Source: an optimization exercise on an open RTL-to-GDS flow (aim: small area). Production flows keep margins and buffers that such runs may drop.
Only simulation tests tie the RTL to the original design; equivalence was not proved.
No activity file was given, so power comes from the tool's default toggle rates.

==> flow/design.v <==
module pgn_cmp2 (
    input  wire [1:0] a,
    input  wire [1:0] bn,
    input  wire       c,
    output wire       y
);
    wire m = (a[0] & bn[0]) | (a[0] & c) | (bn[0] & c);
    assign y = (a[1] & bn[1]) | (a[1] & m) | (bn[1] & m);
endmodule
module pgn_cmp2s (
    input  wire [1:0] a,
    input  wire [1:0] bn,
    output wire       y
);
    wire m = a[0] | bn[0];
    assign y = (a[1] & bn[1]) | (a[1] & m) | (bn[1] & m);
endmodule
module pgn_sel_n (
    input  wire a,
    input  wire b,
    input  wire s,
    input  wire sn,
    output wire y
);
    assign y = ~((a | sn) & (b | s));
endmodule
module pgn_nor2 (
    input  wire a,
    input  wire b,
    output wire y
);
    assign y = ~(a | b);
endmodule
module pgn_leg_ctl (
    input  wire       driving,     
    input  wire       rel_edge,    
    input  wire       fp_bnd,
    input  wire [1:0] we,
    input  wire [1:0] lvl,
    input  wire [1:0] req,
    input  wire [1:0] on,
    input  wire       first,
    input  wire [1:0] block,
    input  wire [1:0] cut_here,
    input  wire [1:0] tge,
    input  wire [1:0] gge,
    output wire [1:0] on_n,
    output wire [1:0] req_n,
    output wire       first_n,
    output wire [1:0] block_n,
    output wire       conflict,
    output wire [1:0] edge_n
);
    wire [1:0] new_h = we & lvl & ~req;
    wire conf = new_h[0] & new_h[1] & ~on[0] & ~on[1];
    assign conflict = driving & conf;
    wire [1:0] req_u = (we & lvl) | (~we & req);
    wire [1:0] req_d = conf ? 2'b00 : req_u;
    wire first_d = (new_h[0] & new_h[1]) ? on[1] :
                   new_h[0]              ? req[1] :
                   new_h[1]              ? ~req[0] : first;
    wire [1:0] blk = (block & {2{~fp_bnd}}) | cut_here;
    wire pf0 = req_d[1] & ~on[1] &  first_d;
    wire pf1 = req_d[0] & ~on[0] & ~first_d;
    wire on_ok0 = tge[0] & ~blk[0] & ~on[1] & ~pf0 & gge[1];
    wire on_ok1 = tge[1] & ~blk[1] & ~on[0] & ~pf1 & gge[0];
    wire nx0 = on[0] ? ~(cut_here[0] | (~req_d[0] & tge[0])) : (req_d[0] & on_ok0);
    wire nx1 = on[1] ? ~(cut_here[1] | (~req_d[1] & tge[1])) : (req_d[1] & on_ok1);
    assign on_n    = {2{driving}} & {nx1, nx0};
    assign req_n   = {2{driving}} & req_d;
    assign first_n = driving & first_d;
    assign block_n = {2{driving}} & blk;
    assign edge_n  = (on_n ^ on) | {2{rel_edge}};
endmodule
module pgn_sw_stage (
    input  wire         clk,
    input  wire         rst,
    input  wire         fp_bnd,
    input  wire         fault_clear,
    input  wire [7:0]   rel_in,
    input  wire [7:0]   flt_in,
    input  wire [7:0]   trip_in,
    input  wire [7:0]   hiz_mode,
    input  wire [7:0]   cut_scope,
    input  wire [23:0]  edge_sel,
    input  wire [63:0]  trip_esc,
    input  wire [47:0]  req_we,
    input  wire [47:0]  req_lvl,
    input  wire [127:0] t_on,
    input  wire [127:0] t_off,
    input  wire [287:0] lguard,
    output wire [47:0]  sw_on,
    output wire [47:0]  sw_rel,
    output wire [47:0]  pend,
    output wire [7:0]   latched,
    output wire [63:0]  cut_run,
    output wire [7:0]   cut_now,
    output wire [23:0]  leg_conflict
);
    reg  [7:0]   released_q;
    reg  [7:0]   latch_q;
    reg  [63:0]  cut_run_q;
    reg  [7:0]   cut_seen_q;
    reg  [47:0]  on_q;        
    reg  [47:0]  req_q;       
    reg  [47:0]  block_q;     
    reg  [47:0]  sat_q;       
    reg  [767:0] cnt_q;       
    reg  [23:0]  first_q;     
    reg  [23:0]  conflict_q;
    wire [47:0]  on_d, req_d, block_d, edge_d;
    wire [23:0]  first_d, conflict_d;
    genvar g, l, c, i;
    generate
        for (g = 0; g < 8; g = g + 1) begin : g_grp
            wire [7:0] cr  = cut_run_q[8*g +: 8];
            wire [7:0] esc = trip_esc[8*g +: 8];
            wire cut_act = trip_in[g] & ~hiz_mode[g] & ~rel_in[g] & ~latch_q[g];
            wire [8:0] crc;
            wire [7:0] crs;
            assign crc[0] = 1'b1;
            for (i = 0; i < 8; i = i + 1) begin : g_cr
                assign crs[i]   = cr[i] ^ crc[i];
                assign crc[i+1] = cr[i] & crc[i];
            end
            wire [7:0] cr_inc = crs | {8{crc[8]}};
            wire [8:0] ec;
            assign ec[0] = 1'b1;
            for (i = 0; i < 8; i = i + 1) begin : g_ec
                assign ec[i+1] = (crs[i] & ~esc[i]) | ((crs[i] | ~esc[i]) & ec[i]);
            end
            wire esc_hit = (|esc) & (crc[8] | ec[8]);
            wire escalate  = fp_bnd & cut_seen_q[g] & esc_hit;
            wire clear_ok  = fault_clear & ~flt_in[g] & ~trip_in[g];
            wire set_latch = ~rel_in[g] & (flt_in[g] | (trip_in[g] & hiz_mode[g]) | escalate);
            wire latch_d   = set_latch | (latch_q[g] & ~clear_ok);
            wire rel_d     = rel_in[g] | latch_d | (released_q[g] & ~fp_bnd);
            wire driving   = ~rel_d;
            wire rel_edge  = rel_d & ~released_q[g];
            wire [7:0] cr_d = clear_ok ? 8'd0 :
                              fp_bnd   ? (cut_seen_q[g] ? cr_inc : 8'd0) : cr;
            always @(posedge clk) begin
                if (rst) begin
                    released_q[g]       <= 1'b1;
                    latch_q[g]          <= 1'b0;
                    cut_run_q[8*g +: 8] <= 8'd0;
                    cut_seen_q[g]       <= 1'b0;
                end else begin
                    released_q[g]       <= rel_d;
                    latch_q[g]          <= latch_d;
                    cut_run_q[8*g +: 8] <= cr_d;
                    cut_seen_q[g]       <= (cut_seen_q[g] & ~fp_bnd) | cut_act;
                end
            end
            wire [2:0]  es  = edge_sel[3*g +: 3];
            wire [15:0] ton = t_on[16*g +: 16];
            wire [15:0] tof = t_off[16*g +: 16];
            for (l = 0; l < 3; l = l + 1) begin : g_leg
                localparam integer L  = 3*g + l;    
                localparam integer C0 = 2*L;        
                wire [1:0]  on  = on_q[C0 +: 2];
                wire [1:0]  req = req_q[C0 +: 2];
                wire [1:0]  we  = req_we[C0 +: 2];
                wire [1:0]  lvl = req_lvl[C0 +: 2];
                wire [11:0] lg  = lguard[12*L +: 12];
                wire        leg_on  = on[0] | on[1];
                wire        leg_off;
                pgn_nor2 u_off (.a(on[0]), .b(on[1]), .y(leg_off));
                wire [15:0] thr_n;
                for (i = 0; i < 16; i = i + 1) begin : g_thr
                    pgn_sel_n u (.a(ton[i]), .b(tof[i]), .s(leg_on), .sn(leg_off), .y(thr_n[i]));
                end
                wire [11:0] lg_n  = ~lg;
                wire [1:0] tge;     
                wire [1:0] gge;     
                for (c = 0; c < 2; c = c + 1) begin : g_c
                    wire [15:0] a = cnt_q[16*(C0+c) +: 16];
                    wire [8:1] rt;
                    pgn_cmp2s u_t0 (.a(a[1:0]), .bn(thr_n[1:0]), .y(rt[1]));
                    for (i = 1; i < 8; i = i + 1) begin : g_t
                        pgn_cmp2 u (.a(a[2*i +: 2]), .bn(thr_n[2*i +: 2]), .c(rt[i]), .y(rt[i+1]));
                    end
                    wire ge_t = rt[8];
                    wire min20 = (|a[15:5]) | (a[4] & (a[3] | a[2]));
                    assign tge[c] = sat_q[C0+c] | (min20 & ge_t);
                    wire [6:1] rg;
                    pgn_cmp2s u_g0 (.a(a[1:0]), .bn(lg_n[1:0]), .y(rg[1]));
                    for (i = 1; i < 6; i = i + 1) begin : g_g
                        pgn_cmp2 u (.a(a[2*i +: 2]), .bn(lg_n[2*i +: 2]), .c(rg[i]), .y(rg[i+1]));
                    end
                    assign gge[c] = sat_q[C0+c] | (|a[15:12]) | rg[6];
                end
                wire [1:0] cut_here;
                assign cut_here[0] = cut_act & (~cut_scope[g] | (es == 2*l));
                assign cut_here[1] = cut_act & (~cut_scope[g] | (es == 2*l+1));
                pgn_leg_ctl u_ctl (
                    .driving  (driving), .rel_edge (rel_edge), .fp_bnd (fp_bnd),
                    .we       (we), .lvl (lvl), .req (req), .on (on),
                    .first    (first_q[L]), .block (block_q[C0 +: 2]),
                    .cut_here (cut_here), .tge (tge), .gge (gge),
                    .on_n     (on_d[C0 +: 2]), .req_n (req_d[C0 +: 2]),
                    .first_n  (first_d[L]), .block_n (block_d[C0 +: 2]),
                    .conflict (conflict_d[L]), .edge_n (edge_d[C0 +: 2]));
            end
        end
        for (c = 0; c < 48; c = c + 1) begin : g_ch
            wire [15:0] a = cnt_q[16*c +: 16];
            wire [16:0] cc;
            wire [15:0] cnt_d;
            assign cc[0] = 1'b1;
            for (i = 0; i < 16; i = i + 1) begin : g_b
                assign cc[i+1] = cc[i] & a[i];
            end
            assign cnt_d[0] = edge_d[c] | ~a[0];
            for (i = 1; i < 16; i = i + 1) begin : g_n
                assign cnt_d[i] = ~edge_d[c] & (a[i] ^ cc[i]);
            end
            always @(posedge clk) begin
                cnt_q[16*c +: 16] <= cnt_d;
                sat_q[c] <= rst | (~edge_d[c] & (sat_q[c] | cc[16]));
            end
        end
    endgenerate
    always @(posedge clk) begin
        if (rst) begin
            on_q       <= 48'd0;
            req_q      <= 48'd0;
            block_q    <= 48'd0;
            first_q    <= 24'd0;
            conflict_q <= 24'd0;
        end else begin
            on_q       <= on_d;
            req_q      <= req_d;
            block_q    <= block_d;
            first_q    <= first_d;
            conflict_q <= conflict_d;
        end
    end
    genvar k;
    generate
        for (k = 0; k < 48; k = k + 1) begin : g_out
            assign sw_rel[k] = released_q[k / 6];
        end
    endgenerate
    assign sw_on        = on_q;
    assign pend         = req_q ^ on_q;
    assign latched      = latch_q;
    assign cut_run      = cut_run_q;
    assign cut_now      = cut_seen_q;
    assign leg_conflict = conflict_q;
endmodule
Settings: LEC_CHECK=0, CAP_MARGIN=20, CORE_MARGIN=2, CORE_UTILIZATION=68, CTS_BUF_LIST=sky130_fd_sc_hd__clkbuf_16, CTS_CLUSTER_DIAMETER=80, CTS_CLUSTER_SIZE=24, SLEW_MARGIN=20, SYNTH_HIERARCHICAL=1, SYNTH_MINIMUM_KEEP_SIZE=0; clock period 6.0 ns.
standard.sh (not shown) runs the stock make flow with config.mk's settings and CLKGATE_MAP_FILE= SYNTH_SCRIPT=/design/flow/synth_recipe.tcl, a recipe that flattens the netlist after the stock synthesis.
==> flow/flow/run.sh <==
#!/bin/bash
# The standard layout (standard.sh), with one change: the buffer that
# every input and output port gets is the platform's smallest buffer,
# sky130_fd_sc_hd__buf_1, instead of the one buffer_ports picks by default.
# The layout's own logs are under orfs/logs; standard.sh's output goes to
# standard_flow.log.
set -euo pipefail
export BUFFER_PORTS_ARGS="-buffer_cell sky130_fd_sc_hd__buf_1"
bash standard.sh > standard_flow.log 2>&1
The first run ran to the end with no violations.
==> next run, changes <==
--- a/flow/design.v
+++ b/flow/design.v
@@ -23,13 +23,6 @@
     output wire y
 );
     assign y = ~((a | sn) & (b | s));
-endmodule
-module pgn_nor2 (
-    input  wire a,
-    input  wire b,
-    output wire y
-);
-    assign y = ~(a | b);
 endmodule
 module pgn_leg_ctl (
     input  wire       driving,     
@@ -164,8 +157,7 @@
                 wire [1:0]  lvl = req_lvl[C0 +: 2];
                 wire [11:0] lg  = lguard[12*L +: 12];
                 wire        leg_on  = on[0] | on[1];
-                wire        leg_off;
-                pgn_nor2 u_off (.a(on[0]), .b(on[1]), .y(leg_off));
+                wire        leg_off = ~leg_on;
                 wire [15:0] thr_n;
                 for (i = 0; i < 16; i = i + 1) begin : g_thr
                     pgn_sel_n u (.a(ton[i]), .b(tof[i]), .s(leg_on), .sn(leg_off), .y(thr_n[i]));
After rerunning: Wire length stays flat. Cell area is higher by 0.87%. Worst hold slack is better by 3.0 ps. Synthesized area is higher by 0.70%. Non-clock buffer count is lower by 5. Via count is higher by 0.74%. Setup slack is worse by 200 ps. Combinational power is higher by about 1%. Clock power is higher by 5.8%. Total power is higher by 1.7%. Register-to-register slack is worse by 200 ps. Clock skew is higher by 5.8 ps. First-iteration DRC count is lower by 3.9%.

-- what the ideal ports hide --
The flow's constraints put no driver on any port. The routed layouts listed below were extracted and timed again, unchanged, in two steps.
Step 1 (the two cells are an assumption about what drives the block):
set clk [get_ports {clk}]
set_driving_cell -lib_cell sky130_fd_sc_hd__clkbuf_16 $clk
set_driving_cell -lib_cell sky130_fd_sc_hd__buf_2 [delete_from_list [all_inputs] $clk]
Step 2, shift: input delay + t, output delay - t, t = (earliest + latest rising clock arrival at the registers) / 2. This alone moves slack from input paths to output paths.
Slacks: no drivers / after step 1 / after step 2; pairs: no drivers / after step 1.
run	shift t [ns]	slack for setup (ns)	slew at the worst register clock pin (ns)	cell pins on the clock port's net
the first run	0.806	0.562 / 0.562 / 0.279	0.10 / 0.10	1
the second run	0.801	0.364 / 0.364 / 0.364	0.10 / 0.10	1
After both steps every run listed still meets setup and hold. The setup slack of the first run, which loses most, moves by 0.000 ns with the drivers and by -0.283 ns with both steps.
